This design comes from an exercise in tuning for small area on the open sky130 flow, not from production work.
The RTL was checked by simulation tests, not by an equivalence proof against the original design.
No activity file was given, so power comes from the tool's default toggle rates.

$ cat design.v
module cvu_crc (
    input  wire [1:0]  poly,
    input  wire [31:0] val,
    input  wire [31:0] data,
    input  wire [1:0]  nb,
    output wire [31:0] val_out
);
    wire n1 = ~nb[1] & ~nb[0];
    wire n2 = ~nb[1] &  nb[0];
    wire n4 =  nb[1];
    wire [31:0] x = val ^ data;
    wire [31:0] y32 = {n4 ? x[31:24] : n2 ? x[15:8] : x[7:0],
                       n4 ? x[23:16] : {8{n2}} & x[7:0],
                       x[15:0] & {16{n4}}};
    wire [31:0] z32 = n1 ? {8'd0, val[31:8]} : n2 ? {16'd0, val[31:16]} : 32'd0;
    wire [31:0] ta, tc;
    cvu_t32 u_t32 (.y(y32), .ta(ta), .tc(tc));
    wire [31:0] r32 = z32 ^ (poly[0] ? tc : ta);
    wire [15:0] c16 = poly[0] ? {val[7:0], 8'd0} : val[15:0];
    wire [7:0]  h16 = c16[15:8] ^ data[7:0];
    wire [31:0] y16 = {n4 ? (c16 ^ {data[7:0], data[15:8]}) : 16'd0,
                       n4 ? data[23:16] : {8{n2}} & h16,
                       n4 ? data[31:24] : n2 ? (c16[7:0] ^ data[15:8]) : h16};
    wire [15:0] t16;
    wire [7:0]  t8;
    cvu_t16 u_t16 (.y(y16), .t16(t16), .t8(t8));
    wire [15:0] r16 = t16 ^ {c16[7:0] & {8{n1}}, 8'd0};
    assign val_out = poly[1] ? (poly[0] ? {24'd0, t8} : {16'd0, r16}) : r32;
endmodule
module cvu_t32 (
    input  wire [31:0] y,
    output wire [31:0] ta,
    output wire [31:0] tc
);
    wire g0 = y[23] ^ y[2];
    wire g1 = y[0] ^ y[22];
    wire g2 = y[3] ^ y[6];
    wire g3 = y[26] ^ y[7];
    wire g4 = y[25] ^ y[30];
    wire g5 = y[13] ^ y[4];
    wire g6 = y[21] ^ y[24];
    wire g7 = y[11] ^ y[27];
    wire g8 = y[14] ^ y[5];
    wire g9 = y[15] ^ y[31];
    wire g10 = y[28] ^ y[29];
    wire g11 = y[1] ^ y[20];
    wire g12 = y[17] ^ y[8];
    wire g13 = g0 ^ y[16];
    wire g14 = y[10] ^ y[9];
    wire g15 = g4 ^ y[18];
    wire g16 = g1 ^ y[19];
    wire g17 = g6 ^ y[12];
    wire g18 = g2 ^ y[25];
    wire g19 = g3 ^ y[10];
    wire g20 = y[0] ^ y[31];
    wire g21 = g7 ^ y[12];
    wire g22 = g8 ^ g9;
    wire g23 = g12 ^ g5;
    wire g24 = g11 ^ g13;
    wire g25 = y[4] ^ y[7];
    wire g26 = g14 ^ y[18];
    wire g27 = y[2] ^ y[5];
    wire g28 = y[19] ^ y[23];
    wire g29 = y[15] ^ y[9];
    wire g30 = y[26] ^ y[6];
    wire g31 = g2 ^ g3;
    wire g32 = y[1] ^ y[27];
    wire g33 = y[24] ^ y[28];
    wire g34 = y[13] ^ y[7];
    wire g35 = y[14] ^ y[3];
    wire g36 = g3 ^ g8;
    wire g37 = y[16] ^ y[29];
    wire g38 = g10 ^ y[26];
    wire g39 = g0 ^ g11;
    wire g40 = y[11] ^ y[1];
    wire g41 = y[20] ^ y[8];
    wire g42 = g10 ^ g13;
    wire g43 = y[12] ^ y[20];
    wire g44 = g5 ^ y[17];
    wire g45 = g1 ^ g15;
    wire g46 = y[18] ^ y[21];
    wire g47 = g17 ^ y[3];
    wire g48 = g19 ^ g5;
    wire g49 = g20 ^ y[30];
    wire g50 = g10 ^ y[16];
    wire g51 = g16 ^ y[21];
    wire g52 = y[5] ^ y[9];
    wire g53 = g18 ^ g27;
    wire g54 = g26 ^ y[4];
    wire g55 = g21 ^ y[6];
    wire g56 = y[10] ^ y[15];
    wire g57 = y[11] ^ y[12];
    wire g58 = g28 ^ y[22];
    wire g59 = g23 ^ g30;
    wire g60 = g33 ^ g7;
    wire g61 = g12 ^ g8;
    wire g62 = g2 ^ y[17];
    wire g63 = g48 ^ y[14];
    wire g64 = g16 ^ g22;
    wire g65 = g9 ^ y[18];
    wire g66 = y[19] ^ y[22];
    wire g67 = g39 ^ y[29];
    wire g68 = g4 ^ g7;
    wire g69 = g20 ^ y[19];
    wire g70 = g6 ^ y[23];
    wire g71 = g1 ^ y[8];
    wire g72 = g24 ^ g31;
    wire g73 = g0 ^ g32;
    wire g74 = g12 ^ g25;
    wire g75 = g3 ^ y[29];
    wire g76 = g41 ^ y[30];
    wire g77 = g18 ^ g34;
    wire g78 = g21 ^ g52;
    wire g79 = g77 ^ y[28];
    wire g80 = g14 ^ g35;
    wire g81 = y[0] ^ y[13];
    wire g82 = g44 ^ y[30];
    wire g83 = g22 ^ g45;
    wire g84 = g16 ^ g9;
    wire g85 = g36 ^ g5;
    wire g86 = g85 ^ y[9];
    wire g87 = g2 ^ y[8];
    wire g88 = g13 ^ y[20];
    wire g89 = g25 ^ y[6];
    wire g90 = g47 ^ y[10];
    wire g91 = g90 ^ y[5];
    wire g92 = g91 ^ y[7];
    wire g93 = y[0] ^ y[25];
    wire g94 = g40 ^ y[9];
    wire g95 = g36 ^ y[12];
    wire g96 = y[20] ^ y[24];
    wire g97 = g15 ^ g17;
    wire g98 = g15 ^ g63;
    wire g99 = g37 ^ y[31];
    wire g100 = g7 ^ y[28];
    wire g101 = g28 ^ g49;
    wire g102 = g101 ^ y[27];
    wire g103 = g14 ^ g6;
    wire g104 = g14 ^ g30;
    wire g105 = y[17] ^ y[24];
    wire g106 = g24 ^ y[25];
    wire g107 = g34 ^ g55;
    wire g108 = g17 ^ g50;
    wire g109 = y[23] ^ y[6];
    wire g110 = g9 ^ y[1];
    wire g111 = g19 ^ y[27];
    wire g112 = g23 ^ y[22];
    wire g113 = g13 ^ g69;
    wire g114 = g49 ^ y[23];
    wire g115 = g4 ^ g59;
    wire g116 = g43 ^ g46;
    wire g117 = g11 ^ g61;
    wire g118 = g71 ^ g72;
    wire g119 = g118 ^ y[4];
    wire g120 = g52 ^ g6;
    wire g121 = g120 ^ g73;
    wire g122 = g121 ^ g74;
    wire g123 = g122 ^ y[3];
    wire g124 = g33 ^ g53;
    wire g125 = g124 ^ g54;
    wire g126 = g125 ^ g71;
    wire g127 = g14 ^ g18;
    wire g128 = g127 ^ g28;
    wire g129 = g128 ^ g40;
    wire g130 = g129 ^ g75;
    wire g131 = g130 ^ y[4];
    wire g132 = g131 ^ y[5];
    wire g133 = g19 ^ g27;
    wire g134 = g133 ^ g55;
    wire g135 = g134 ^ g76;
    wire g136 = g135 ^ y[24];
    wire g137 = g136 ^ y[4];
    wire g138 = g20 ^ g78;
    wire g139 = g138 ^ g79;
    wire g140 = g139 ^ y[21];
    wire g141 = g140 ^ y[8];
    wire g142 = g42 ^ g43;
    wire g143 = g142 ^ g80;
    wire g144 = g143 ^ g81;
    wire g145 = g35 ^ g40;
    wire g146 = g145 ^ g56;
    wire g147 = g146 ^ g6;
    wire g148 = g147 ^ g82;
    wire g149 = g148 ^ y[29];
    wire g150 = g57 ^ g83;
    wire g151 = g150 ^ y[16];
    wire g152 = g151 ^ y[2];
    wire g153 = g152 ^ y[4];
    wire g154 = g23 ^ g27;
    wire g155 = g154 ^ g43;
    wire g156 = g155 ^ g84;
    wire g157 = g156 ^ y[7];
    wire g158 = g1 ^ g46;
    wire g159 = g158 ^ g86;
    wire g160 = g159 ^ y[2];
    wire g161 = g32 ^ g56;
    wire g162 = g161 ^ g58;
    wire g163 = g162 ^ g8;
    wire g164 = g163 ^ g87;
    wire g165 = g29 ^ g33;
    wire g166 = g165 ^ g88;
    wire g167 = g166 ^ g89;
    wire g168 = g167 ^ y[11];
    wire g169 = g12 ^ g37;
    wire g170 = g169 ^ g92;
    wire g171 = g170 ^ g93;
    wire g172 = g45 ^ g59;
    wire g173 = g172 ^ g94;
    wire g174 = g26 ^ g73;
    wire g175 = g174 ^ g95;
    wire g176 = g175 ^ y[19];
    wire g177 = g176 ^ y[31];
    wire g178 = g48 ^ g58;
    wire g179 = g178 ^ g60;
    wire g180 = g179 ^ y[15];
    wire g181 = g180 ^ y[16];
    wire g182 = g181 ^ y[1];
    wire g183 = g21 ^ g42;
    wire g184 = g183 ^ g61;
    wire g185 = g184 ^ g96;
    wire g186 = g185 ^ y[25];
    wire g187 = g29 ^ g38;
    wire g188 = g187 ^ g62;
    wire g189 = g188 ^ g81;
    wire g190 = g189 ^ g97;
    wire g191 = g16 ^ g32;
    wire g192 = g191 ^ g98;
    wire g193 = g192 ^ g99;
    wire g194 = g100 ^ g25;
    wire g195 = g194 ^ g62;
    wire g196 = g195 ^ g64;
    wire g197 = g196 ^ y[16];
    wire g198 = g197 ^ y[30];
    wire g199 = g1 ^ g27;
    wire g200 = g199 ^ g38;
    wire g201 = g200 ^ g65;
    wire g202 = g201 ^ y[12];
    wire g203 = g202 ^ y[17];
    wire g204 = g203 ^ y[3];
    wire g205 = g66 ^ g75;
    wire g206 = g205 ^ g76;
    wire g207 = g206 ^ y[13];
    wire g208 = g207 ^ y[18];
    wire g209 = g208 ^ y[27];
    wire g210 = g209 ^ y[2];
    wire g211 = g102 ^ g35;
    wire g212 = g211 ^ g41;
    wire g213 = g212 ^ y[21];
    wire g214 = g213 ^ y[28];
    wire g215 = g214 ^ y[9];
    wire g216 = g103 ^ g31;
    wire g217 = g216 ^ g42;
    wire g218 = g217 ^ g9;
    wire g219 = g218 ^ y[8];
    wire g220 = g104 ^ g105;
    wire g221 = g220 ^ g67;
    wire g222 = g221 ^ g68;
    wire g223 = g100 ^ g15;
    wire g224 = g19 ^ g223;
    wire g225 = g224 ^ g47;
    wire g226 = g225 ^ y[2];
    wire g227 = g226 ^ y[31];
    wire g228 = g10 ^ g106;
    wire g229 = g107 ^ g228;
    wire g230 = g229 ^ g69;
    wire g231 = g1 ^ g108;
    wire g232 = g109 ^ g231;
    wire g233 = g232 ^ g82;
    wire g234 = g233 ^ y[14];
    wire g235 = g105 ^ g34;
    wire g236 = g235 ^ g83;
    wire g237 = g236 ^ y[1];
    wire g238 = g237 ^ y[23];
    wire g239 = g238 ^ y[29];
    wire g240 = g15 ^ g25;
    wire g241 = g240 ^ g35;
    wire g242 = g241 ^ g66;
    wire g243 = g242 ^ g9;
    wire g244 = g243 ^ g96;
    wire g245 = g110 ^ g51;
    wire g246 = g245 ^ g53;
    wire g247 = g246 ^ y[7];
    wire g248 = g106 ^ g29;
    wire g249 = g248 ^ g36;
    wire g250 = g249 ^ g60;
    wire g251 = g250 ^ y[4];
    wire g252 = g251 ^ y[6];
    wire g253 = g108 ^ g111;
    wire g254 = g12 ^ g253;
    wire g255 = g254 ^ g53;
    wire g256 = g255 ^ y[15];
    wire g257 = g112 ^ g15;
    wire g258 = g257 ^ g31;
    wire g259 = g258 ^ g50;
    wire g260 = g259 ^ g7;
    wire g261 = g260 ^ y[9];
    wire g262 = g10 ^ g102;
    wire g263 = g12 ^ g262;
    wire g264 = g263 ^ g54;
    wire g265 = g264 ^ g95;
    wire g266 = g113 ^ g98;
    wire g267 = g266 ^ y[29];
    wire g268 = g267 ^ y[8];
    wire g269 = g113 ^ g2;
    wire g270 = g269 ^ g4;
    wire g271 = g270 ^ g74;
    wire g272 = g271 ^ y[28];
    wire g273 = g12 ^ g18;
    wire g274 = g273 ^ g42;
    wire g275 = g274 ^ g65;
    wire g276 = g275 ^ g7;
    wire g277 = g276 ^ y[14];
    wire g278 = g15 ^ g21;
    wire g279 = g278 ^ g62;
    wire g280 = g279 ^ g67;
    wire g281 = g280 ^ g8;
    wire g282 = g281 ^ y[0];
    wire g283 = g282 ^ y[19];
    wire g284 = g11 ^ g17;
    wire g285 = g284 ^ g31;
    wire g286 = g285 ^ g5;
    wire g287 = g286 ^ g65;
    wire g288 = g287 ^ y[19];
    wire g289 = g288 ^ y[28];
    wire g290 = g289 ^ y[2];
    wire g291 = g290 ^ y[30];
    wire g292 = g38 ^ g70;
    wire g293 = g292 ^ g84;
    wire g294 = g293 ^ g87;
    wire g295 = g294 ^ g94;
    wire g296 = g295 ^ y[13];
    wire g297 = g10 ^ g30;
    wire g298 = g297 ^ g56;
    wire g299 = g298 ^ g57;
    wire g300 = g299 ^ y[22];
    wire g301 = g300 ^ y[30];
    wire g302 = g301 ^ y[5];
    wire g303 = g107 ^ g114;
    wire g304 = g303 ^ g37;
    wire g305 = g115 ^ g78;
    wire g306 = g305 ^ g88;
    wire g307 = g306 ^ g9;
    wire g308 = g39 ^ g44;
    wire g309 = g308 ^ g46;
    wire g310 = g309 ^ g57;
    wire g311 = g310 ^ g9;
    wire g312 = g311 ^ g93;
    wire g313 = g312 ^ y[10];
    wire g314 = g313 ^ y[3];
    wire g315 = g116 ^ g29;
    wire g316 = g315 ^ g58;
    wire g317 = g316 ^ g79;
    wire g318 = g317 ^ y[27];
    wire g319 = g16 ^ g41;
    wire g320 = g319 ^ g50;
    wire g321 = g320 ^ g63;
    wire g322 = g321 ^ g70;
    wire g323 = g1 ^ g117;
    wire g324 = g29 ^ g323;
    wire g325 = g324 ^ g68;
    wire g326 = g325 ^ g70;
    wire g327 = g326 ^ y[29];
    wire g328 = g104 ^ g110;
    wire g329 = g13 ^ g328;
    wire g330 = g329 ^ g97;
    wire g331 = g330 ^ y[22];
    wire g332 = g331 ^ y[28];
    wire g333 = g10 ^ g11;
    wire g334 = g14 ^ g2;
    wire g335 = g333 ^ g334;
    wire g336 = g335 ^ g44;
    wire g337 = g336 ^ g64;
    wire g338 = g103 ^ g15;
    wire g339 = g338 ^ g38;
    wire g340 = g339 ^ y[27];
    wire g341 = g38 ^ g66;
    wire g342 = g341 ^ g68;
    wire g343 = g342 ^ y[10];
    wire g344 = g343 ^ y[31];
    wire g345 = g22 ^ g37;
    wire g346 = g345 ^ g4;
    wire g347 = g346 ^ g89;
    wire g348 = g347 ^ y[12];
    wire g349 = g348 ^ y[1];
    wire g350 = g349 ^ y[24];
    wire g351 = g350 ^ y[2];
    wire g352 = g351 ^ y[9];
    wire g353 = g11 ^ g114;
    wire g354 = g23 ^ g353;
    wire g355 = g354 ^ g60;
    wire g356 = g355 ^ g80;
    wire g357 = g109 ^ g111;
    wire g358 = g116 ^ g357;
    wire g359 = g358 ^ g99;
    wire g360 = g115 ^ g24;
    wire g361 = g29 ^ g360;
    wire g362 = g361 ^ g51;
    wire g363 = g362 ^ g8;
    wire g364 = g22 ^ g26;
    wire g365 = g364 ^ g6;
    wire g366 = g365 ^ g72;
    wire g367 = g366 ^ y[17];
    wire g368 = g367 ^ y[22];
    wire g369 = g368 ^ y[27];
    wire g370 = g117 ^ g26;
    wire g371 = g370 ^ g51;
    wire g372 = g371 ^ y[26];
    wire g373 = g372 ^ y[3];
    wire g374 = g39 ^ g51;
    wire g375 = g374 ^ g54;
    wire g376 = g375 ^ g7;
    wire g377 = g376 ^ y[15];
    wire g378 = g377 ^ y[6];
    wire g379 = g16 ^ g24;
    wire g380 = g379 ^ g92;
    wire g381 = g380 ^ y[11];
    wire g382 = g381 ^ y[28];
    wire g383 = g112 ^ g17;
    wire g384 = g18 ^ g383;
    wire g385 = g384 ^ g67;
    wire g386 = g385 ^ y[11];
    wire g387 = g0 ^ g45;
    wire g388 = g387 ^ g47;
    wire g389 = g388 ^ g86;
    wire g390 = g18 ^ g32;
    wire g391 = g390 ^ g5;
    wire g392 = g391 ^ g64;
    wire g393 = g392 ^ y[10];
    wire g394 = g393 ^ y[23];
    wire g395 = g394 ^ y[24];
    wire g396 = g395 ^ y[26];
    wire g397 = g396 ^ y[8];
    assign ta[0] = g119;
    assign ta[1] = g123;
    assign ta[2] = g126;
    assign ta[3] = g132;
    assign ta[4] = g137;
    assign ta[5] = g141;
    assign ta[6] = g144;
    assign ta[7] = g149;
    assign ta[8] = g153;
    assign ta[9] = g157;
    assign ta[10] = g160;
    assign ta[11] = g164;
    assign ta[12] = g168;
    assign ta[13] = g171;
    assign ta[14] = g173;
    assign ta[15] = g177;
    assign ta[16] = g182;
    assign ta[17] = g186;
    assign ta[18] = g190;
    assign ta[19] = g193;
    assign ta[20] = g198;
    assign ta[21] = g204;
    assign ta[22] = g210;
    assign ta[23] = g215;
    assign ta[24] = g219;
    assign ta[25] = g222;
    assign ta[26] = g227;
    assign ta[27] = g230;
    assign ta[28] = g234;
    assign ta[29] = g239;
    assign ta[30] = g244;
    assign ta[31] = g247;
    assign tc[0] = g252;
    assign tc[1] = g256;
    assign tc[2] = g261;
    assign tc[3] = g265;
    assign tc[4] = g268;
    assign tc[5] = g272;
    assign tc[6] = g277;
    assign tc[7] = g283;
    assign tc[8] = g291;
    assign tc[9] = g296;
    assign tc[10] = g302;
    assign tc[11] = g304;
    assign tc[12] = g307;
    assign tc[13] = g314;
    assign tc[14] = g318;
    assign tc[15] = g322;
    assign tc[16] = g327;
    assign tc[17] = g332;
    assign tc[18] = g337;
    assign tc[19] = g340;
    assign tc[20] = g344;
    assign tc[21] = g352;
    assign tc[22] = g356;
    assign tc[23] = g359;
    assign tc[24] = g363;
    assign tc[25] = g369;
    assign tc[26] = g373;
    assign tc[27] = g378;
    assign tc[28] = g382;
    assign tc[29] = g386;
    assign tc[30] = g389;
    assign tc[31] = g397;
endmodule
module cvu_t16 (
    input  wire [31:0] y,
    output wire [15:0] t16,
    output wire [7:0] t8
);
    wire g0 = y[24] ^ y[30];
    wire g1 = y[23] ^ y[29];
    wire g2 = y[22] ^ y[28];
    wire g3 = y[21] ^ y[9];
    wire g4 = y[25] ^ y[31];
    wire g5 = g2 ^ y[19];
    wire g6 = y[4] ^ y[8];
    wire g7 = g0 ^ y[10];
    wire g8 = y[12] ^ y[20];
    wire g9 = g1 ^ g3;
    wire g10 = y[27] ^ y[5];
    wire g11 = g6 ^ y[26];
    wire g12 = g7 ^ y[14];
    wire g13 = y[2] ^ y[6];
    wire g14 = g4 ^ y[11];
    wire g15 = y[15] ^ y[7];
    wire g16 = y[16] ^ y[17];
    wire g17 = g9 ^ y[13];
    wire g18 = y[18] ^ y[26];
    wire g19 = g5 ^ g8;
    wire g20 = g10 ^ y[1];
    wire g21 = g12 ^ g13;
    wire g22 = g14 ^ y[3];
    wire g23 = g11 ^ y[0];
    wire g24 = g17 ^ g8;
    wire g25 = y[13] ^ y[21];
    wire g26 = g1 ^ g15;
    wire g27 = g18 ^ y[10];
    wire g28 = g21 ^ y[11];
    wire g29 = g10 ^ g3;
    wire g30 = y[30] ^ y[6];
    wire g31 = g16 ^ y[1];
    wire g32 = g19 ^ g23;
    wire g33 = g20 ^ g24;
    wire g34 = g22 ^ g26;
    wire g35 = g34 ^ y[14];
    wire g36 = g0 ^ g11;
    wire g37 = g36 ^ y[15];
    wire g38 = y[12] ^ y[23];
    wire g39 = y[16] ^ y[31];
    wire g40 = g16 ^ y[13];
    wire g41 = y[5] ^ y[9];
    wire g42 = g27 ^ y[14];
    wire g43 = g42 ^ y[17];
    wire g44 = g15 ^ g25;
    wire g45 = g12 ^ y[18];
    wire g46 = g29 ^ y[22];
    wire g47 = g30 ^ g5;
    wire g48 = g6 ^ y[0];
    wire g49 = g48 ^ y[18];
    wire g50 = g31 ^ y[25];
    wire g51 = g4 ^ y[20];
    wire g52 = y[17] ^ y[9];
    wire g53 = g20 ^ y[3];
    wire g54 = y[0] ^ y[28];
    wire g55 = g54 ^ y[4];
    wire g56 = g28 ^ g9;
    wire g57 = g32 ^ y[11];
    wire g58 = g57 ^ y[27];
    wire g59 = g33 ^ y[28];
    wire g60 = g2 ^ g21;
    wire g61 = g25 ^ g60;
    wire g62 = g61 ^ y[29];
    wire g63 = g35 ^ y[22];
    wire g64 = g63 ^ y[30];
    wire g65 = g37 ^ g38;
    wire g66 = g39 ^ g65;
    wire g67 = g14 ^ g32;
    wire g68 = g40 ^ g41;
    wire g69 = g67 ^ g68;
    wire g70 = g69 ^ y[24];
    wire g71 = g33 ^ g43;
    wire g72 = g71 ^ y[25];
    wire g73 = g72 ^ y[6];
    wire g74 = g18 ^ g28;
    wire g75 = g44 ^ g5;
    wire g76 = g74 ^ g75;
    wire g77 = g76 ^ y[27];
    wire g78 = g19 ^ g35;
    wire g79 = g78 ^ y[16];
    wire g80 = g79 ^ y[27];
    wire g81 = g80 ^ y[8];
    wire g82 = g16 ^ g24;
    wire g83 = g37 ^ g82;
    wire g84 = g83 ^ y[28];
    wire g85 = g4 ^ g40;
    wire g86 = g45 ^ g46;
    wire g87 = g85 ^ g86;
    wire g88 = g87 ^ y[29];
    wire g89 = g14 ^ g43;
    wire g90 = g47 ^ g89;
    wire g91 = g90 ^ y[15];
    wire g92 = g91 ^ y[23];
    wire g93 = g2 ^ g26;
    wire g94 = g39 ^ g49;
    wire g95 = g93 ^ g94;
    wire g96 = g95 ^ y[24];
    wire g97 = g0 ^ g1;
    wire g98 = g41 ^ g50;
    wire g99 = g97 ^ g98;
    wire g100 = g99 ^ y[19];
    wire g101 = g100 ^ y[8];
    wire g102 = g13 ^ g18;
    wire g103 = g102 ^ g51;
    wire g104 = g103 ^ g52;
    wire g105 = g104 ^ g7;
    wire g106 = g22 ^ g27;
    wire g107 = g106 ^ y[19];
    wire g108 = g107 ^ y[21];
    wire g109 = g108 ^ y[27];
    wire g110 = g109 ^ y[7];
    wire g111 = g15 ^ g22;
    wire g112 = g111 ^ g38;
    wire g113 = g112 ^ g46;
    wire g114 = g113 ^ g7;
    wire g115 = g114 ^ y[0];
    wire g116 = g115 ^ y[8];
    wire g117 = g30 ^ g44;
    wire g118 = g117 ^ g53;
    wire g119 = g118 ^ g55;
    wire g120 = g119 ^ y[16];
    wire g121 = g120 ^ y[26];
    wire g122 = g50 ^ g55;
    wire g123 = g122 ^ g56;
    wire g124 = g123 ^ y[12];
    wire g125 = g124 ^ y[15];
    wire g126 = g125 ^ y[3];
    wire g127 = g17 ^ g23;
    wire g128 = g127 ^ g31;
    wire g129 = g128 ^ y[18];
    wire g130 = g129 ^ y[27];
    wire g131 = g130 ^ y[2];
    wire g132 = g45 ^ g5;
    wire g133 = g132 ^ g52;
    wire g134 = g133 ^ g53;
    wire g135 = g134 ^ y[2];
    wire g136 = g0 ^ g13;
    wire g137 = g136 ^ g19;
    wire g138 = g137 ^ g29;
    wire g139 = g138 ^ g49;
    wire g140 = g139 ^ y[29];
    wire g141 = g140 ^ y[7];
    wire g142 = g17 ^ g47;
    wire g143 = g142 ^ g51;
    wire g144 = g143 ^ y[10];
    wire g145 = g144 ^ y[1];
    wire g146 = g145 ^ y[3];
    wire g147 = g146 ^ y[5];
    wire g148 = g147 ^ y[7];
    wire g149 = g148 ^ y[8];
    wire g150 = g11 ^ g56;
    wire g151 = g150 ^ y[20];
    wire g152 = g151 ^ y[22];
    wire g153 = g152 ^ y[31];
    wire g154 = g153 ^ y[7];
    assign t16[0] = g58;
    assign t16[1] = g59;
    assign t16[2] = g62;
    assign t16[3] = g64;
    assign t16[4] = g66;
    assign t16[5] = g70;
    assign t16[6] = g73;
    assign t16[7] = g77;
    assign t16[8] = g81;
    assign t16[9] = g84;
    assign t16[10] = g88;
    assign t16[11] = g92;
    assign t16[12] = g96;
    assign t16[13] = g101;
    assign t16[14] = g105;
    assign t16[15] = g110;
    assign t8[0] = g116;
    assign t8[1] = g121;
    assign t8[2] = g126;
    assign t8[3] = g131;
    assign t8[4] = g135;
    assign t8[5] = g141;
    assign t8[6] = g149;
    assign t8[7] = g154;
endmodule
module cvu (
    input  wire        clk,
    input  wire        rst,
    input  wire        me,
    input  wire        e_ctrl, e_val, e_res, e_tx, e_rx, e_last, e_sync, e_exp, e_rej, e_stat,
    input  wire [31:0] wd,           
    input  wire [31:0] val_new,
    input  wire [31:0] res_new,
    input  wire [15:0] tx_new,
    input  wire [15:0] last_new,
    input  wire [31:0] exp_new,
    input  wire [31:0] rej_new,
    input  wire [2:0]  stat_new,
    output reg  [1:0]  poly,
    output reg         aen,
    output reg         mode,
    output reg  [3:0]  win,
    output reg         sync,
    output reg  [31:0] val,
    output reg  [31:0] res,
    output reg  [15:0] tx,
    output reg  [15:0] rx,
    output reg  [15:0] last,
    output reg  [31:0] expv,
    output reg  [2:0]  stat,
    output reg  [31:0] rej,
    output reg         done
);
    always @(posedge clk) begin
        if (rst | (me & e_ctrl)) begin
            poly <= wd[1:0];
            aen  <= wd[2];
            mode <= wd[3];
            win  <= {wd[7], wd[6] | rst, wd[5:4]};
        end
        if (rst | (me & e_ctrl))
            sync <= wd[8];
        else if (me & e_sync)
            sync <= 1'b0;
        if (rst | (me & e_val))  val  <= val_new;
        if (rst | (me & e_res))  res  <= res_new;
        if (rst | (me & e_stat)) stat <= stat_new;
        if (rst | (me & e_tx))   tx   <= tx_new;
        if (rst | (me & e_rx))   rx   <= wd[15:0];
        if (rst | (me & e_last)) last <= last_new;
        if (rst | (me & e_exp))  expv <= exp_new;
        if (rst | (me & e_rej))  rej  <= rej_new;
        done <= ~rst & me & e_res;
    end
endmodule
module cvu_pair (
    input  wire        clk,
    input  wire        rst,
    input  wire        sel,
    input  wire        we,
    input  wire [6:0]  addr,
    input  wire [31:0] wdata,
    output reg  [31:0] rdata,
    output wire [1:0]  done
);
    localparam W_CTRL   = 6'h00;
    localparam W_CMD    = 6'h01;
    localparam W_VAL    = 6'h02;
    localparam W_RESULT = 6'h03;
    localparam W_TX     = 6'h04;
    localparam W_RX     = 6'h05;
    localparam W_LAST   = 6'h06;
    localparam W_EXPECT = 6'h07;
    localparam W_STAT   = 6'h08;
    localparam W_REJ    = 6'h09;
    localparam W_DATA1  = 6'h0C;
    localparam W_DATA2  = 6'h0D;
    localparam W_DATA4  = 6'h0E;
    wire [5:0] widx = addr[5:0];
    wire       u    = addr[6];
    wire       wr   = sel & we;
    wire [1:0]  poly0, poly1;
    wire        aen0, aen1, mode0, mode1, sync0, sync1;
    wire [3:0]  win0, win1;
    wire [31:0] val0, val1, res0, res1, exp0, exp1, rej0, rej1;
    wire [15:0] tx0, tx1, rx0, rx1, last0, last1;
    wire [2:0]  stat0, stat1;
    wire [1:0]  poly_s = u ? poly1 : poly0;
    wire        aen_s  = u ? aen1  : aen0;
    wire        mode_s = u ? mode1 : mode0;
    wire        sync_s = u ? sync1 : sync0;
    wire [3:0]  win_s  = u ? win1  : win0;
    wire [31:0] val_s  = u ? val1  : val0;
    wire [31:0] res_s  = u ? res1  : res0;
    wire [31:0] exp_s  = u ? exp1  : exp0;
    wire [31:0] rej_s  = u ? rej1  : rej0;
    wire [15:0] tx_s   = u ? tx1   : tx0;
    wire [15:0] rx_s   = u ? rx1   : rx0;
    wire [15:0] last_s = u ? last1 : last0;
    wire [2:0]  stat_s = u ? stat1 : stat0;
    wire w16 = ~poly_s[1] | ~poly_s[0];    
    wire w32 = ~poly_s[1];                 
    wire [31:0] mask = {{16{w32}}, {8{w16}}, 8'hFF};
    wire i_ctrl = widx == W_CTRL;
    wire i_cmd  = widx == W_CMD;
    wire i_val  = widx == W_VAL;
    wire i_tx   = widx == W_TX;
    wire i_rx   = widx == W_RX;
    wire i_last = widx == W_LAST;
    wire i_exp  = widx == W_EXPECT;
    wire i_d1   = widx == W_DATA1;
    wire i_d2   = widx == W_DATA2;
    wire i_d4   = widx == W_DATA4;
    wire i_data = i_d1 | i_d2 | i_d4;
    wire start  = i_cmd & wdata[0];
    wire finish = i_cmd & wdata[1];
    wire clrrej = i_cmd & wdata[2];
    wire [15:0] alive_s = mode_s ? rx_s : tx_s;
    wire [31:0] fold_in = i_data ? val_s : 32'hFFFF_FFFF;
    wire [31:0] fold_d  = i_data ? wdata : {16'd0, alive_s};
    wire [1:0]  fold_n  = i_data ? {i_d4, i_d2} : 2'b01;
    wire [31:0] folded;
    cvu_crc u_crc (.poly(poly_s), .val(fold_in), .data(fold_d), .nb(fold_n), .val_out(folded));
    wire [31:0] val_new = rst ? 32'd0 :
                          i_val ? (wdata & mask) :
                          (i_cmd & ~aen_s) ? mask : folded;
    wire [31:0] xorout  = {{16{w32}}, {8{w32}}, {8{w32 | poly_s[0]}}};
    wire [31:0] res_new = rst ? 32'd0 : (val_s ^ xorout) & mask;
    wire [31:0] diff    = res_new ^ exp_s;
    wire        crc_bad = (|diff[7:0]) | (w16 & |diff[15:8]) | (w32 & |diff[31:16]);
    wire [15:0] d       = rx_s - last_s;
    wire [3:0]  win     = (win_s == 4'd0) ? 4'd1 : win_s;
    wire        in_win  = (d[15:4] == 12'd0) && (d[3:0] != 4'd0) && (d[3:0] <= win);
    wire        alive_bad = aen_s & ~sync_s & ~in_win;
    wire        pass    = ~crc_bad & ~alive_bad;
    wire [2:0]  stat_new = (rst | ~mode_s) ? 3'd0 : {alive_bad, crc_bad, pass};
    wire [15:0] tx_new   = rst ? 16'd0 : i_tx ? wdata[15:0] : tx_s + 16'd1;
    wire [15:0] last_new = rst ? 16'd0 : i_last ? wdata[15:0] : rx_s;
    wire [31:0] rej_new  = (rst | clrrej) ? 32'd0 : rej_s + 32'd1;
    wire        rej_max  = &rej_s;
    wire [31:0] wd_g     = rst ? 32'd0 : wdata;
    wire [31:0] exp_new  = wd_g & mask;
    wire e_ctrl = wr & i_ctrl;
    wire e_val  = wr & (i_val | i_data | start);
    wire e_res  = wr & finish;
    wire e_tx   = wr & (i_tx | (finish & ~mode_s & aen_s));
    wire e_rx   = wr & i_rx;
    wire e_last = wr & (i_last | (finish & mode_s & pass & aen_s));
    wire e_sync = wr & finish & mode_s & pass & aen_s;
    wire e_exp  = wr & i_exp;
    wire e_rej  = wr & (clrrej | (finish & mode_s & ~pass & ~rej_max));
    cvu u_cvu2 (
        .clk(clk), .rst(rst), .me(~u),
        .e_ctrl(e_ctrl), .e_val(e_val), .e_res(e_res), .e_tx(e_tx), .e_rx(e_rx),
        .e_last(e_last), .e_sync(e_sync), .e_exp(e_exp), .e_rej(e_rej), .e_stat(e_res),
        .wd(wd_g), .val_new(val_new), .res_new(res_new), .tx_new(tx_new),
        .last_new(last_new), .exp_new(exp_new), .rej_new(rej_new), .stat_new(stat_new),
        .poly(poly0), .aen(aen0), .mode(mode0), .win(win0), .sync(sync0),
        .val(val0), .res(res0), .tx(tx0), .rx(rx0), .last(last0), .expv(exp0),
        .stat(stat0), .rej(rej0), .done(done[0])
    );
    cvu u_cvu3 (
        .clk(clk), .rst(rst), .me(u),
        .e_ctrl(e_ctrl), .e_val(e_val), .e_res(e_res), .e_tx(e_tx), .e_rx(e_rx),
        .e_last(e_last), .e_sync(e_sync), .e_exp(e_exp), .e_rej(e_rej), .e_stat(e_res),
        .wd(wd_g), .val_new(val_new), .res_new(res_new), .tx_new(tx_new),
        .last_new(last_new), .exp_new(exp_new), .rej_new(rej_new), .stat_new(stat_new),
        .poly(poly1), .aen(aen1), .mode(mode1), .win(win1), .sync(sync1),
        .val(val1), .res(res1), .tx(tx1), .rx(rx1), .last(last1), .expv(exp1),
        .stat(stat1), .rej(rej1), .done(done[1])
    );
    reg [31:0] rd_raw;
    always @* begin
        case (widx)
            W_CTRL:   rd_raw = {23'd0, sync_s, win_s, mode_s, aen_s, poly_s};
            W_VAL:    rd_raw = val_s;
            W_RESULT: rd_raw = res_s;
            W_TX:     rd_raw = {16'd0, tx_s};
            W_RX:     rd_raw = {16'd0, rx_s};
            W_LAST:   rd_raw = {16'd0, last_s};
            W_EXPECT: rd_raw = exp_s;
            W_STAT:   rd_raw = {29'd0, stat_s};
            W_REJ:    rd_raw = rej_s;
            default:  rd_raw = 32'd0;
        endcase
        rdata = rd_raw & (mask | ~{32{i_val | (widx == W_RESULT) | i_exp}});
    end
endmodule
$ cat flow/run.sh
#!/bin/bash
set -euo pipefail
W=$(pwd)

# Synthesis script: ORFS's synth.tcl with only its ABC call changed
sed 's|^  log_cmd abc {\*}\$abc_args$|  log_cmd abc {*}$lib_args {*}$lib_dont_use_args|' \
    "$FLOW_HOME/scripts/synth.tcl" > own_synth_body.tcl
grep -q '^  log_cmd abc {\*}\$lib_args {\*}\$lib_dont_use_args$' own_synth_body.tcl
sed "s|source \$::env(SCRIPTS_DIR)/synth.tcl|source $W/own_synth_body.tcl|" synth_recipe.tcl > own_synth.tcl
grep -q own_synth_body own_synth.tcl

# The standard synthesis, for its registers, in a folder of its own
sed "s|WORK_HOME=[^ ]*|WORK_HOME=$W/ref|" standard.sh > ref.sh
bash ref.sh synth > synth_ref.log 2>&1

# This flow's synthesis, where the layout continues from
sed "s|SYNTH_SCRIPT=[^ ]*|SYNTH_SCRIPT=$W/own_synth.tcl|" standard.sh > own.sh
grep -q "SYNTH_SCRIPT=$W/own_synth.tcl" own.sh
bash own.sh synth > synth_own.log 2>&1

regs() {
    grep -oE '^\s*sky130_fd_sc_hd__\S*(df|dl)\S*\s+\S+' "$1" | awk '{print $1, $2}' | sort
}
REF=ref/results/$FLOW_PLATFORM/cvu_pair/base/1_2_yosys.v
OWN=orfs/results/$FLOW_PLATFORM/cvu_pair/base/1_2_yosys.v
regs "$REF" > regs_ref.txt
regs "$OWN" > regs_own.txt
if [[ -s regs_ref.txt ]] && cmp -s regs_ref.txt regs_own.txt; then
    echo "registers match the standard synthesis ($(wc -l < regs_own.txt))" > regs_check.log
else
    echo "registers differ from the standard synthesis: using it" > regs_check.log
    rm -rf orfs
fi

# Ports get the smallest buffer; the repair steps size them up where needed
sed 's|"\${@:-finish}"|BUFFER_PORTS_ARGS="-buffer_cell sky130_fd_sc_hd__buf_1" "${@:-finish}"|' standard.sh > layout.sh
grep -q BUFFER_PORTS_ARGS layout.sh
bash layout.sh > layout.log 2>&1
$ cat standard.sh
#!/bin/bash
# synth_recipe.tcl (not shown) runs the flow's synth.tcl, then flattens the netlist and writes it again
# the make line also repeats each setting of config.mk as NAME=value (left out here)
make -C /OpenROAD-flow-scripts/flow DESIGN_CONFIG=/design/flow/config.mk WORK_HOME=/design/flow/orfs CLKGATE_MAP_FILE= SYNTH_SCRIPT=/design/flow/synth_recipe.tcl "${@:-finish}"
$ cat config.mk
export PLATFORM = sky130hd
export DESIGN_NAME = cvu_pair
export DESIGN_NICKNAME = cvu_pair
export VERILOG_FILES = /design/flow/design.v
export SDC_FILE = /design/flow/constraint.sdc
export NUM_CORES = 4
export LEC_CHECK = 0
export CAP_MARGIN = 20
export CORE_MARGIN = 2
export CORE_UTILIZATION = 40
export CTS_BUF_LIST = sky130_fd_sc_hd__clkbuf_16
export CTS_CLUSTER_DIAMETER = 80
export CTS_CLUSTER_SIZE = 28
export PLACE_DENSITY = 0.6
export SLEW_MARGIN = 20
$ cat constraint.sdc
create_clock -name core_clock -period 10.0 [get_ports {clk}]
set_input_delay 2.0000 -clock core_clock [delete_from_list [all_inputs] [get_ports {clk}]]
set_output_delay 2.0000 -clock core_clock [all_outputs]
set_load 0.01 [all_outputs]
==> run notes, run 1 <==
* Post-cts sizing count at 0
* CP Cell Sequence: clkbuf_4 > buf_4 > mux2i_1 > nand2_1 > mux2i_1 > a22oi_1 > o21ai_1 > buf_4 > xor2_1 > xnor2_1 > xor2_1 > xnor2_1 > xnor2_1 > xnor2_1 > a21oi_1 > xnor2_1 > nor2_1 > o21ai_0 > a21oi_1
* Register area share after synthesis at 45.4%
* CTS Sinks at 378
* Critical Path AT at 8.41 ns
* Synth Area per Inst at about 11 sq um
* Cts-stage hold buffer count at 0
* Final worst-path cycle share at around 80%
* Gr ovfl total at 0
* Worst Hold Endpoint: u_cvu2.rej[29]$_DFFE_PP_
* Critical path's slowest cell: xor2_1
* Synth cell count leaders: xnor2_1 (428), edfxtp_1 (376), nor2_1 (213)
* Power, Total at 6.21 mW
* Vias in the first global route at 20.0k
* Worst slew margin at 21.8%
* Worst-Skew Late Latency at 0.58 ns
* Area growth syn-to-layout at 11.8%
* Final Util at 45.2%
* DP Wirelength at 73,000 microns
* Final #Nets at 2,617
* Synth unique cells at 55
* Num CTS Buffers at 21
* Worst EP required at approximately 10 ns
* Leak at around 9.8 nW
* DRT antenna net count at 0
* Die width at ~250 microns
* Worst hold path class: reg -> reg
* Total track usage at 29.9%
* Filler instances at around 5.9k
* Synth area leaders: edfxtp_1 (45%), xnor2_1 (15%), mux2i_1 (6.3%)
* Initial antenna violation count at 2
* Die Span Y at 254 microns
* Status: finished clean
* DRT Pass-1 Iters at 6
* DR DRC count at 0
* Fin crit period at just over 8 ns
* Root buffer cell: clkbuf_16
* # diodes at 0
* Max Fclk at 0.123 GHz
* Vias at 20.7k
* Largest stage delay, worst path at 0.86 ns
* Share of cells above drive strength 1 at 6.01%
* Final wirelength at 97,400 microns
* Endpoints failing hold at 0
* Num rows at 91
* Critical path class: in -> reg
* Worst Setup Start Kind: input port
* Most common cell in the netlist: xnor2_1
* Clock-pin slew on the worst setup and hold paths at 0.10 ns
* Clock buffer depth at 3
* Largest net degree at the start of global routing at 72
* Setup TNS at 0 ns
* Number of I/O pins at 77
* Initial Util at around 40%
* Area share of the largest cell type after synthesis at 45.2%
* Seq cells post-synth at roughly 380
* Min-delay src: u_cvu2.rej[29]$_DFFE_PP_
* Max-cap violations at 0
* First-pass GRT wire length at 140,000 microns
* Ys flop type: edfxtp_1
* Asr flop ratio synth at 0%
* Finished Layout Cells at roughly 3.4k
* Syn Inst Count at 2,356
* IO Port Bufs at 76
* Cells after DPL at 3,366
* Final Max Slew Viols at 0
* Syn Nets at 2,421
* Synth Cell Area at 25,000 sq um
* Die Area at 64,400 sq um
* Via density at 6.08
* Worst-Margin Slew at 1.17 ns
* Wire per inst at 28.6 microns
* Worst IR Drop VDD at 0.107 mV
* Post-synth EDFFs at 376
* RSZ-0062 raised after global routing: no
* # setup viols final at 0
* Crit-path max FO at 27
* PD cells at 222 nW/um^2
* Yosys warning total at 2
* Core outline area at a little over 60,000 sq um
* Starting DRC count in detailed routing at 2,715
* RR Startpoint: u_cvu3.rx[1]$_DFFE_PP_
* Worst R2R Path Depth at 23
* Reg2Reg Setup Slack at 3.57 ns
* Hold path depth at 2
* CP dominant cell by count: xnor2_1
* Cell accounting for the most synthesized area: edfxtp_1
* Crit Reg-Reg Endpoint: u_cvu3.rej[26]$_DFFE_PP_
* Setup Buffers After CTS at 0
* Crit. End Element: flip-flop
* Final Skew at 0.0425 ns
* GPL Wtd Cong at ~1.0
* Clock tree from TritonCTS: yes
* H-Tree Depth at 1
==> cells in the final DEF, fill, tap and decap left out, types with 6 or more instances in the layout <==
cell type and count:
a22oi_1 35, nor2_1 211, o221ai_1 9, ha_1 21
o22a_1 11, o21ai_1 8, o22ai_1 60, nand3_1 17
o211ai_1 10, o21ai_0 156, or2_0 8, mux2_1 60
nand2_1 166, nor3_1 30, nor2b_1 11, nand2b_1 7
nand4_1 6, clkinv_1 47, buf_1 74, and3_1 23
edfxtp_1 376, and2_0 11, buf_4 98, mux2i_1 152
a21boi_0 13, xnor2_1 427, or3_1 7, a31oi_1 8
nor4_1 13, xor2_1 166, a211oi_1 32, a21oi_1 171
clkbuf_16 21, a22o_1 7
==> state kept, by name, indices dropped and copies added, names as in the netlist, 32 cells and up <==
signal	cells
u_cvu3.val	32
u_cvu3.rej	32
u_cvu2.expv	32
u_cvu2.res	32
u_cvu3.res	32
u_cvu2.rej	32
u_cvu3.expv	32
u_cvu2.val	32
==> critical path: cells and delay by family <==
kind / cells / cell delay, ns
simple gates: 2 / 0.32
mux: 2 / 1.50
compound gates: 5 / 0.80
xor+xnor: 7 / 2.48
buf+inv: 3 / 1.24
==> worst max-delay path by stage <==
| stage | start | endpoint | slack (ns) | depth (start not counted) |
|---|---|---|---|---|
| 4_1_cts | addr[3] | u_cvu2.val[0]$_DFFE_PP_ | 1.82 | 20 |
| 3_5_place_dp | addr[3] | u_cvu2.val[0]$_DFFE_PP_ | 1.27 | 20 |
| 3_3_place_gp | addr[6] | u_cvu2.val[3]$_DFFE_PP_ | 1.37 | 19 |
| 6_report | addr[6] | u_cvu3.val[9]$_DFFE_PP_ | 1.90 | 19 |
| 2_1_floorplan | addr[6] | u_cvu2.rej[0]$_DFFE_PP_ | 1.73 | 22 |
| 5_1_grt | addr[6] | u_cvu2.rej[29]$_DFFE_PP_ | 1.40 | 24 |
==> through the flow <==
step | setup WS (ns) | area [sq um] | hold slack (ns)
after floorplan | 1.73 | 25000 | 0.693
after global placement | 1.37 | 27200 | 0.745
after detailed placement | 1.27 | 27200 | 0.760
after CTS | 1.82 | 27900 | 0.774
after global routing | 1.40 | 27900 | 0.818
final | 1.90 | 27900 | 0.784
==> layout make-up <==
class	instances	area [sq um]	area share (%)
sequential	378	11300	40.6
inverter	48	180	0.645
timing repair buffer	175	1050	3.75
tap	837	1050	3.75
clock buffer	21	526	1.88
clock inverter	14	188	0.672
multi-input combinational	1928	13600	48.7
==> cells by family after synthesis <==
group / synth area share [%]
fa+ha+maj: 1.13
xor+xnor: 20.8
compound gates: 13.6
buf+inv: 0.782
mux: 8.96
flops: 45.4
simple gates: 9.30
==> power by group <==
group / total, mW / switching [mW] / internal, mW
Combinational: 3.17 / 1.94 / 1.23
Clock: 1.02 / 0.578 / 0.440
Sequential: 2.03 / 0.0461 / 1.98
Total: 6.21 / 2.56 / 3.64
==> routing by layer <==
| metal | up-vias | GRT usage [%] | routed length (microns) |
|---|---|---|---|
| met1 | 10100 | 40.4 | 39800 |
| met2 | 1252 | 46.4 | 43400 |
| met5 | - | 0 | 60 |
| met4 | 4 | 12.7 | 4450 |
| met3 | 255 | 6.04 | 9750 |
| li1 | 9062 | - | - |
==> run 2: changes to the inputs <==
==> config.mk (replaced) <==
export PLATFORM = sky130hd
export DESIGN_NAME = cvu_pair
export DESIGN_NICKNAME = cvu_pair
export VERILOG_FILES = /design/flow/design.v
export SDC_FILE = /design/flow/constraint.sdc
export NUM_CORES = 4
export LEC_CHECK = 0
export CAP_MARGIN = 5
export CORE_MARGIN = 2
export CORE_UTILIZATION = 40
export CTS_BUF_LIST = sky130_fd_sc_hd__clkbuf_8
export PLACE_DENSITY = 0.6
export SLEW_MARGIN = 5
==> run 2 against run 1 <==
  * Sequential share of layout area down 0.72 points
  * First-iteration DRC count up 5.5%
  * Critical path type unchanged
  * Synthesized area unchanged
  * Total power up 5.9%
  * Global-route usage up 0.45 points
  * Core utilization up 0.82 points
  * Via count up 1.8%
  * Maximum frequency down 3.5%
  * Clock skew up 0.021 ns
  * Critical path depth up 1
  * Count of clock-buffer cells in the layout up 47
==> run notes, run 2 <==
* Status: finished clean (unchanged)
* Total track usage at 30.3% (was 29.9%)
* Register area share after synthesis at 45.4% (unchanged)
* Setup TNS at 0 ns (unchanged)
* GPL Wtd Cong at 1.02 (unchanged)
* Worst hold path class: reg -> reg (unchanged)
* Critical path class: in -> reg (unchanged)
* IO Port Bufs at 76 (unchanged)
* Final worst-path cycle share at 84.0% (was 81.0%)
* Max-cap violations at 0 (unchanged)
* Clock tree from TritonCTS: yes (unchanged)
* Crit. End Element: flip-flop (unchanged)
* PD cells at 231 nW/um^2 (was 222 nW/um^2)
* Worst EP required at 10.38 ns (was 10.31 ns)
* Max Fclk at 0.119 GHz (was 0.123 GHz)
* Commonest cells after routing, fill and taps aside: xnor2_1 (428), edfxtp_1 (376), nor2_1 (211), a21oi_1 (172) (was xnor2_1 (427), edfxtp_1 (376), nor2_1 (211), a21oi_1 (171))
* Seq cells post-synth at 378 (unchanged)
* PnR worst setup slack at 1.60 ns (was 1.90 ns)
* Leak at 10.1 nW (was 9.78 nW)
* Share of cells above drive strength 1 at 7.83% (was 6.01%)
* Core outline area at 61,700 sq um (unchanged)
* DR DRC count at 0 (unchanged)
* # setup viols final at 0 (unchanged)
* Synth area leaders: edfxtp_1 (45%), xnor2_1 (15%), mux2i_1 (6.3%) (unchanged)
* Finished Layout Cells at 3,483 (was 3,401)
* Setup Buffers After CTS at 0 (unchanged)
* Clock-pin slew on the worst setup and hold paths at 0.06 ns (was 0.10 ns)
* Area share of the largest cell type after synthesis at 45.2% (unchanged)
* Vias at 21.1k (was 20.7k)
* Die width at 254 microns (unchanged)
* Final Skew at 0.0630 ns (was 0.0425 ns)
* DRT antenna net count at 0 (unchanged)
* Yosys warning total at 2 (unchanged)
* Final #Nets at 2,662 (was 2,617)
* CTS Sinks at 378 (unchanged)
* First-pass GRT wire length at 141,000 microns (was 140,000 microns)
* Root buffer cell: clkbuf_8 (was clkbuf_16)
* Synth cell count leaders: xnor2_1 (428), edfxtp_1 (376), nor2_1 (213) (unchanged)
* Final Max Slew Viols at 0 (unchanged)
* Die Area at 64,400 sq um (unchanged)
* Final wirelength at 98,900 microns (was 97,400 microns)
* Post-Layout Inst Area at 28,400 sq um (was 27,900 sq um)
* Initial antenna violation count at 3 (was 2)
* Clock buffer depth at 3 (unchanged)
* Via density at 6.05 (was 6.08)
* RSZ-0062 raised after global routing: no (unchanged)
* Ys flop type: edfxtp_1 (unchanged)
* Synth unique cells at 55 (unchanged)
* Syn Nets at 2,421 (unchanged)
* Worst-Margin Slew at 1.31 ns (was 1.17 ns)
* Post-synth EDFFs at 376 (unchanged)
* Crit-path max FO at 32 (was 27)
* Synth Cell Area at 25,000 sq um (unchanged)
* Worst Setup Start Kind: input port (unchanged)
* Worst IR Drop VDD at 0.0960 mV (was 0.107 mV)
* Worst-Skew Late Latency at 0.67 ns (was 0.58 ns)
* Starting DRC count in detailed routing at 2,863 (was 2,715)
* Synth Area per Inst at 10.6 sq um (unchanged)
* H-Tree Depth at 3 (was 1)
* Dpl cell area at 27,200 sq um (about the same)
* Initial Util at 40.5% (unchanged)
* Num CTS Buffers at 66 (was 21)
* Number of I/O pins at 77 (unchanged)
* Pre-CTS WS at 1.31 ns (was 1.27 ns)
* DP Wirelength at 73,100 microns (was 73,000 microns)
* Cells after DPL at 3,366 (unchanged)
* Cell accounting for the most synthesized area: edfxtp_1 (unchanged)
* Worst slew margin at 12.8% (was 21.8%)
* Filler instances at 5,870 (was 5,917)
* Fin crit period at 8.40 ns (was 8.10 ns)
* Most common cell in the netlist: xnor2_1 (unchanged)
* Die Span Y at 254 microns (unchanged)
* Area growth syn-to-layout at 13.8% (was 11.8%)
* Syn Inst Count at 2,356 (unchanged)
* Num rows at 91 (unchanged)
* Gr ovfl total at 0 (unchanged)
* Endpoints failing hold at 0 (unchanged)
* Vias in the first global route at 20.2k (was 20.0k)
* Commonest non-fill, non-tap cell in the layout: xnor2_1 (unchanged)
* Critical Path AT at 8.77 ns (was 8.41 ns)
* Cts-stage hold buffer count at 0 (unchanged)
* Asr flop ratio synth at 0% (unchanged)
* Wire per inst at 28.4 microns (was 28.6 microns)
* Largest net degree at the start of global routing at 72 (unchanged)
* Post-cts sizing count at 0 (unchanged)
* DRT Pass-1 Iters at 8 (was 6)
==> run 2: cell count changes in the layout (fill, tap and decap cells not counted), sizes merged <==
cell      change
clkinv       +22
clkinvlp      -1
clkbuf       +47
bufinv        +2
diode         +1
inv          +11
==> run 2: worst paths after layout <==
check / to / cells past startpoint / slack [ns] / startpoint
worst max register to register: u_cvu2.val[0]$_DFFE_PP_ / 17 / 3.28 / u_cvu3.mode$_DFFE_PP_
worst max-delay path: u_cvu2.val[0]$_DFFE_PP_ / 20 / 1.60 / addr[3]
worst min register to register: u_cvu2.rej[0]$_DFFE_PP_ / 2 / 0.75 / u_cvu3.rej[0]$_DFFE_PP_
worst min-delay path: u_cvu2.rej[0]$_DFFE_PP_ / 2 / 0.75 / u_cvu3.rej[0]$_DFFE_PP_
==> run 2: cells by family after synthesis <==
logic type,Yosys count,synth area share [%]
muxes,216,8.96
DFF,378,45.4
adders and majority gates,22,1.13
xor gates and xnor gates,594,20.8
buffers and inverters,50,0.782
AOI/OAI and AO/OA,567,13.6
and+or+nand+nor,529,9.30
==> run 2: cell type report <==
| cell class | count | area, sq um | area share, % |
|---|---|---|---|
| inverter | 48 | 180 | 0.634 |
| clock inverter | 48 | 289 | 1.02 |
| clock buffer | 68 | 936 | 3.29 |
| tap | 837 | 1050 | 3.69 |
| multi-input combinational | 1928 | 13600 | 47.8 |
| antenna | 1 | 2.50 | 0.00881 |
| sequential | 378 | 11300 | 39.9 |
| timing repair buffer | 175 | 1050 | 3.68 |
==> run 2: routing by layer <==
layer  part of all wire [%]  GRT usage, %  vias to the layer above
li1                       -             -                     9193
met1                     40          40.8                    10200
met2                     45          46.6                     1410
met3                     11          6.18                      271
met4                    4.8          14.5                        4
met5                  0.030             0                        -
==> run 2: through the flow <==
stage	total power [mW]	hold slack (ns)	utilization [%]
6_report	6.57	0.754	46.0
3_3_place_gp	5.13	0.745	44.1
5_1_grt	6.83	0.812	46.0
3_5_place_dp	5.13	0.763	44.1
2_1_floorplan	4.20	0.693	-
4_1_cts	6.50	0.766	46.0
==> run 2: where the power goes <==
group	total (mW)	internal, mW	switching, mW
registers	2.03	1.98	0.0464
clock network	1.37	0.712	0.659
logic	3.17	1.22	1.95
==> run 2: worst max-delay path, cell delays in order <==
cell       delay, ns
buf_1           0.19
nand4bb_1       0.37
a21oi_4         0.78
a21oi_1         0.06
o21ai_0         0.13
o21ai_0         0.22
mux2i_1         0.63
nor2_1          0.09
a21oi_1         1.01
xnor2_1         0.42
xnor2_1         0.70
xor2_1          0.54
xnor2_1         0.23
xnor2_1         0.33
xnor2_1         0.18
xnor2_1         0.08
o21ai_0         0.37
xor2_1          0.13
a21oi_1         0.19
a22oi_1         0.11
==> run 3: changes to the inputs <==
==> config.mk (replaced) <==
export PLATFORM = sky130hd
export DESIGN_NAME = cvu_pair
export DESIGN_NICKNAME = cvu_pair
export VERILOG_FILES = /design/flow/design.v
export SDC_FILE = /design/flow/constraint.sdc
export NUM_CORES = 4
export LEC_CHECK = 0
export CAP_MARGIN = 20
export CORE_MARGIN = 2
export CORE_UTILIZATION = 55
export CTS_BUF_LIST = sky130_fd_sc_hd__clkbuf_16
export CTS_CLUSTER_DIAMETER = 70
export CTS_CLUSTER_SIZE = 24
export PLACE_DENSITY = 0.7
export SLEW_MARGIN = 20
==> run 3 against run 2 <==
  * Clock skew shrank 0.0021 ns
  * Wire length shrank 3.5%
  * Sequential power is essentially flat
  * Total power shrank 2.5%
  * Sequential share of layout area grew 0.76 points
  * Critical path depth grew 4
  * Flip-flop and latch count is the same
  * Global-route usage grew 9.6 points
  * Synthesized area is the same
==> run notes, run 3 <==
* Status: finished clean (unchanged)
* DR DRC count at 0 (unchanged)
* Root buffer cell: clkbuf_16 (was clkbuf_8)
* Critical path class: in -> reg (unchanged)
* Commonest cells after routing, fill and taps aside: xnor2_1 (428), edfxtp_1 (376), nor2_1 (210), a21oi_1 (171), nand2_1 (167) (was xnor2_1 (428), edfxtp_1 (376), nor2_1 (211), a21oi_1 (172))
* Worst Setup Start Kind: input port (unchanged)
* Cells after DPL at 3,137 (was 3,366)
* Ys flop type: edfxtp_1 (unchanged)
* Seq cells post-synth at 378 (unchanged)
* Worst EP required at 10.22 ns (was 10.38 ns)
* Num CTS Buffers at 26 (was 66)
* Area share of the largest cell type after synthesis at 45.2% (unchanged)
* DRT Pass-1 Iters at 17 (was 8)
* Final Max Slew Viols at 0 (unchanged)
* Cell accounting for the most synthesized area: edfxtp_1 (unchanged)
* CP dominant cell by count: o21ai_0 (was xnor2_1)
* Synth cell count leaders: xnor2_1 (428), edfxtp_1 (376), nor2_1 (213) (unchanged)
* Number of I/O pins at 77 (unchanged)
* Wire per inst at 30.0 microns (was 28.4 microns)
* Final Util at 61.8% (was 46.0%)
* Die Area at 47,100 sq um (was 64,400 sq um)
* Synth Cell Area at 25,000 sq um (unchanged)
* Crit. End Element: flip-flop (unchanged)
* Post-cts sizing count at 0 (unchanged)
* Num rows at 78 (was 91)
* Largest stage delay, worst path at 0.69 ns (was 1.01 ns)
* Max Fclk at 0.120 GHz (was 0.119 GHz)
* Post-synth EDFFs at 376 (unchanged)
* CP delay by family, top: compound AO/OA/AOI/OAI gates (unchanged)
* Initial antenna violation count at 5 (was 3)
* First-pass GRT wire length at 137,000 microns (was 141,000 microns)
* Final worst-path cycle share at 83.4% (was 84.0%)
* Share of cells above drive strength 1 at 6.55% (was 7.83%)
* WHS at 0.818 ns (was 0.754 ns)
* Clock tree from TritonCTS: yes (unchanged)
* # setup viols final at 0 (unchanged)
* Synth unique cells at 55 (unchanged)
* WP buf/inv at 4 (was 1)
* Fin crit period at 8.34 ns (was 8.40 ns)
* Starting DRC count in detailed routing at 3,199 (was 2,863)
* Core outline area at 45,100 sq um (was 61,700 sq um)
* Yosys warning total at 2 (unchanged)
* Die Span Y at 217 microns (was 254 microns)
* Final #Nets at 2,630 (was 2,662)
* Most common cell in the netlist: xnor2_1 (unchanged)
* Cts-stage hold buffer count at 0 (unchanged)
* Syn Nets at 2,421 (unchanged)
* IO Port Bufs at 76 (unchanged)
* RSZ-0062 raised after global routing: no (unchanged)
* Synth area leaders: edfxtp_1 (45%), xnor2_1 (15%), mux2i_1 (6.3%) (unchanged)
* Total track usage at 39.9% (was 30.3%)
* Final Skew at 0.0609 ns (was 0.0630 ns)
* Setup TNS at 0 ns (unchanged)
* Leak at 9.91 nW (was 10.1 nW)
* Worst slew margin at 20.0% (was 12.8%)
* Endpoints failing hold at 0 (unchanged)
* CP Cell Sequence: clkbuf_4 > buf_4 > mux2i_1 > clkinv_1 > ha_1 > o21ai_0 > a21boi_0 > o21ai_0 > a21boi_0 > o21ai_0 > a21oi_1 > o21ai_0 > a21boi_0 > o21ai_0 > a21boi_0 > o21ai_0 > a21boi_0 > o21ai_0 > a21o_1 > a31oi_1 > nand2b_1 > a22oi_1 > o31ai_4 > buf_4 (was buf_1 > nand4bb_1 > a21oi_4 > a21oi_1 > o21ai_0 > o21ai_0 > mux2i_1 > nor2_1 > a21oi_1 > xnor2_1 > xnor2_1 > xor2_1 > xnor2_1 > xnor2_1 > xnor2_1 > xnor2_1 > o21ai_0 > xor2_1 > a21oi_1 > a22oi_1)
* Largest net degree at the start of global routing at 52 (was 72)
* Worst hold path class: reg -> reg (unchanged)
* Worst IR Drop VDD at 0.151 mV (was 0.0960 mV)
* Asr flop ratio synth at 0% (unchanged)
* Syn Inst Count at 2,356 (unchanged)
* PD cells at 230 nW/um^2 (was 231 nW/um^2)
* Worst-Margin Slew at 1.19 ns (was 1.31 ns)
* Die width at 217 microns (was 254 microns)
* Filler instances at 3,833 (was 5,870)
* Critical Path AT at 8.56 ns (was 8.77 ns)
* Via density at 6.65 (was 6.05)
* DRT antenna net count at 0 (unchanged)
* DP Wirelength at 71,900 microns (was 73,100 microns)
* Worst-Skew Late Latency at 0.61 ns (was 0.67 ns)
* Synth Area per Inst at 10.6 sq um (unchanged)
* Initial Util at 55.4% (was 40.5%)
* Commonest non-fill, non-tap cell in the layout: xnor2_1 (unchanged)
* Gr ovfl total at 0 (unchanged)
* H-Tree Depth at 1 (was 3)
* Setup Buffers After CTS at 0 (unchanged)
* CTS Sinks at 378 (unchanged)
* Vias at 21.2k (was 21.1k)
* Max-cap violations at 0 (unchanged)
* Clock-pin slew on the worst setup and hold paths at 0.09 ns (was 0.06 ns)
* Finished Layout Cells at 3,183 (was 3,483)
* Final wirelength at 95,400 microns (was 98,900 microns)
* Vias in the first global route at 19.6k (was 20.2k)
* Crit-path max FO at 32 (unchanged)
* Clock buffer depth at 3 (unchanged)
* Area growth syn-to-layout at 11.6% (was 13.8%)
* Register area share after synthesis at 45.4% (unchanged)
* Critical path's slowest cell: mux2i_1 (was a21oi_1)
* GPL Wtd Cong at 1.07 (was 1.02)
[run 3: cell types whose count changed in the layout (fill, tap and decap cells not counted), sizes merged]
cell	before	now
buf	173	181
bufinv	3	2
clkbuf	70	28
clkinv	76	57
clkinvlp	0	1
inv	17	7
[run 3: cell type report]
| cell class | instances | area, sq um | area share [%] |
|---|---|---|---|
| Sequential cell | 378 | 11300 | 40.6 |
| Tap cell | 600 | 751 | 2.69 |
| Multi-Input combinational cell | 1928 | 13600 | 48.6 |
| Antenna cell | 1 | 2.50 | 0.00898 |
| Inverter | 48 | 180 | 0.646 |
| Timing Repair Buffer | 183 | 1120 | 4.01 |
| Clock buffer | 26 | 651 | 2.33 |
| Clock inverter | 19 | 288 | 1.03 |
[run 3: layer usage]
metal	part of all wire, %	GRT usage (%)
met1	40	56.2
met2	43	59.5
met3	13	9.36
met4	4.8	15.7
met5	0.064	0
[run 3: worst register-to-register path: cells and delay by family (launching register included)]
| family | cells | cell delay [ns] |
|---|---|---|
| AOI/OAI and AO/OA | 17 | 3.68 |
| muxes | 1 | 0.62 |
| adders and majority gates | 1 | 0.37 |
| buffers and inverters | 2 | 0.65 |
| and+or+nand+nor | 1 | 0.26 |
| DFF | 1 | 0.38 |
[run 3: cells by family (layout without fill, tap and decap cells)]
kind of cell / Yosys count / in the layout / share of synthesized area, %
xor+xnor: 594 / 594 / 20.8
compound gates: 567 / 567 / 13.6
simple gates: 529 / 529 / 9.30
flops: 378 / 378 / 45.4
mux: 216 / 216 / 8.96
buf+inv: 50 / 276 / 0.782
fa+ha+maj: 22 / 22 / 1.13
other cells: 0 / 1 / 0
[run 3: path summary, 6_finish.rpt]
check | to | start | slack [ns] | cells past startpoint
max reg2reg | u_cvu2.rej[24]$_DFFE_PP_ | u_cvu3.rx[2]$_DFFE_PP_ | 3.65 | 22
max | u_cvu2.rej[24]$_DFFE_PP_ | addr[6] | 1.66 | 24
min | u_cvu3.rej[29]$_DFFE_PP_ | u_cvu2.rej[29]$_DFFE_PP_ | 0.82 | 2
min reg2reg | u_cvu3.rej[29]$_DFFE_PP_ | u_cvu2.rej[29]$_DFFE_PP_ | 0.82 | 2
[run 3: power breakdown]
group          switching (mW)  leakage (nW)  internal, mW
clock                   0.618         0.453         0.565
combinational            1.97          5.62          1.23
sequential             0.0451          3.84          1.98
total                    2.63          9.91          3.77
[run 3: metrics by stage]
step / instance area, sq um / total power [mW] / setup slack (ns)
finish: 27900 / 6.41 / 1.66
global route: 27900 / 6.63 / 1.41
CTS: 27900 / 6.30 / 1.97
detailed placement: 26900 / 5.14 / 1.40
global placement: 26900 / 5.14 / 1.43
floorplan: 25000 / 4.20 / 1.73
==> run 4: changes to the inputs <==
--- a/config.mk
+++ b/config.mk
@@ -8,8 +8,8 @@
 export CAP_MARGIN = 20
 export CORE_MARGIN = 2
-export CORE_UTILIZATION = 55
+export CORE_UTILIZATION = 40
 export CTS_BUF_LIST = sky130_fd_sc_hd__clkbuf_16
 export CTS_CLUSTER_DIAMETER = 70
 export CTS_CLUSTER_SIZE = 24
-export PLACE_DENSITY = 0.7
+export PLACE_DENSITY = 0.85
 export SLEW_MARGIN = 20
==> run 4 against run 3 <==
  * Final cell count increased by 7.0%
  * Worst hold slack got worse by 0.0070 ns
  * Critical path depth shrank 5
  * Worst setup slack gained 0.17 ns
  * First-iteration DRC count grew 17%
  * Wire length down 4.0%
  * Combinational power down 2%
  * Clock power shrank 11%
  * Total power down 2.8%
  * Maximum frequency increased by 2.1%
  * Critical endpoint is now u_cvu2.val[9]$_DFFE_PP_
  * Largest cell class unchanged
  * Highest routed layer unchanged
==> run notes, run 4 <==
* PnR worst setup slack at 1.83 ns (was 1.66 ns)
* Clock-pin slew on the worst setup and hold paths at 0.10 ns (was 0.09 ns)
* Final wirelength at 91,600 microns (was 95,400 microns)
* Filler instances at 5,702 (was 3,833)
* DRT antenna net count at 0 (unchanged)
* Total track usage at 27.8% (was 39.9%)
* Wire per inst at 26.9 microns (was 30.0 microns)
* Setup Buffers After CTS at 0 (unchanged)
* First-pass GRT wire length at 132,000 microns (was 137,000 microns)
* Largest net degree at the start of global routing at 91 (was 52)
* Asr flop ratio synth at 0% (unchanged)
* Leak at 9.77 nW (was 9.91 nW)
* Register area share after synthesis at 45.4% (unchanged)
* Pre-CTS WS at 1.76 ns (was 1.40 ns)
* Num CTS Buffers at 23 (was 26)
* Post-synthesis simple-gate area fraction at 9.30% (unchanged)
* Status: finished clean (unchanged)
* Root buffer cell: clkbuf_16 (unchanged)
* Worst IR Drop VDD at 0.120 mV (was 0.151 mV)
* Commonest non-fill, non-tap cell in the layout: xnor2_1 (unchanged)
* Yosys warning total at 2 (unchanged)
* Synth cell count leaders: xnor2_1 (428), edfxtp_1 (376), nor2_1 (213) (unchanged)
* Final #Nets at 2,611 (was 2,630)
* Die width at 254 microns (was 217 microns)
* Most common cell in the netlist: xnor2_1 (unchanged)
* Area growth syn-to-layout at 11.7% (was 11.6%)
* Core outline area at 61,700 sq um (was 45,100 sq um)
* Setup TNS at 0 ns (unchanged)
* Commonest cells after routing, fill and taps aside: xnor2_1 (428), edfxtp_1 (376), nor2_1 (210), a21oi_1 (171) (was xnor2_1 (428), edfxtp_1 (376), nor2_1 (210), a21oi_1 (171), nand2_1 (167))
* DRT Pass-1 Iters at 8 (was 17)
* Ys flop type: edfxtp_1 (unchanged)
* Worst-Margin Slew at 1.19 ns (about the same)
* Initial Util at 40.5% (was 55.4%)
* H-Tree Depth at 1 (unchanged)
run 4: cell counts after synthesis:
No cell type changed its count.
run 4: power breakdown:
group / switching, mW / total [mW] / internal (mW)
sequential: 0.0468 / 2.03 / 1.98
combinational: 1.93 / 3.15 / 1.22
clock: 0.562 / 1.05 / 0.493
total: 2.54 / 6.23 / 3.69
run 4: worst paths after layout:
check                           start                        to  slack (ns)  cells past startpoint
min reg2reg  u_cvu2.rej[18]$_DFFE_PP_  u_cvu3.rej[18]$_DFFE_PP_        0.81                      2
min          u_cvu2.rej[18]$_DFFE_PP_  u_cvu3.rej[18]$_DFFE_PP_        0.81                      2
max reg2reg     u_cvu3.mode$_DFFE_PP_   u_cvu2.val[9]$_DFFE_PP_        3.33                     17
max                           addr[6]   u_cvu2.val[9]$_DFFE_PP_        1.83                     19
run 4: final cells by class:
| class | instances | area [sq um] | share of cell area [%] |
|---|---|---|---|
| multi-input cells | 1928 | 13600 | 48.6 |
| clock buffers | 23 | 576 | 2.06 |
| repair buffers | 167 | 986 | 3.53 |
| well taps | 837 | 1050 | 3.75 |
| inverters | 48 | 180 | 0.646 |
| diodes | 6 | 15.0 | 0.0538 |
| flip-flops and latches | 378 | 11300 | 40.6 |
| clock inverters | 18 | 203 | 0.726 |
run 4: cells by family (layout without fill, tap and decap cells):
group	Yosys count	after routing
adder cells (fa/ha/maj)	22	22
buffers and inverters	50	256
other	0	6
AND/OR/NAND/NOR	529	529
flip-flops	378	378
XOR/XNOR	594	594
AO/OA/AOI/OAI	567	567
multiplexers	216	216
run 4: metrics by stage:
stage / instance area [sq um] / std cells
global placement: 27100 / 3358
detailed placement: 27100 / 3358
finish: 27900 / 3405
CTS: 27900 / 3399
global route: 27900 / 3399
floorplan: 25000 / 2356
run 4: metal layers:
layer  vias to the layer above  track usage, %  wire length, microns
li1                       9058               -                     -
met1                     10000            37.2                 34200
met2                      1780            41.1                 38700
met3                       388            7.12                 12600
met4                         6            15.0                  6070
met5                         -               0                    41
run 4: worst max-delay path, cell delays in order:
cell and delay (ns):
clkbuf_4 0.31, buf_4 0.43, mux2_1 0.45, nor2_1 0.09
a211oi_1 0.72, a21oi_1 0.18, mux2_1 0.40, a22oi_1 0.94
xnor2_1 0.48, xor2_1 0.78, xnor2_1 0.23, xnor2_1 0.42
xnor2_1 0.16, xnor2_1 0.14, a21oi_1 0.20, xnor2_1 0.14
nor2_1 0.05, o21ai_0 0.19, a21oi_1 0.12

Check on run 4: ideal ports give 1.834 ns setup slack; a clkbuf_16 on the clock port and buf_2 on the inputs give 1.860 ns; moving port delays by the midpoint clock arrival (0.611 ns) as well gives 1.249 ns.
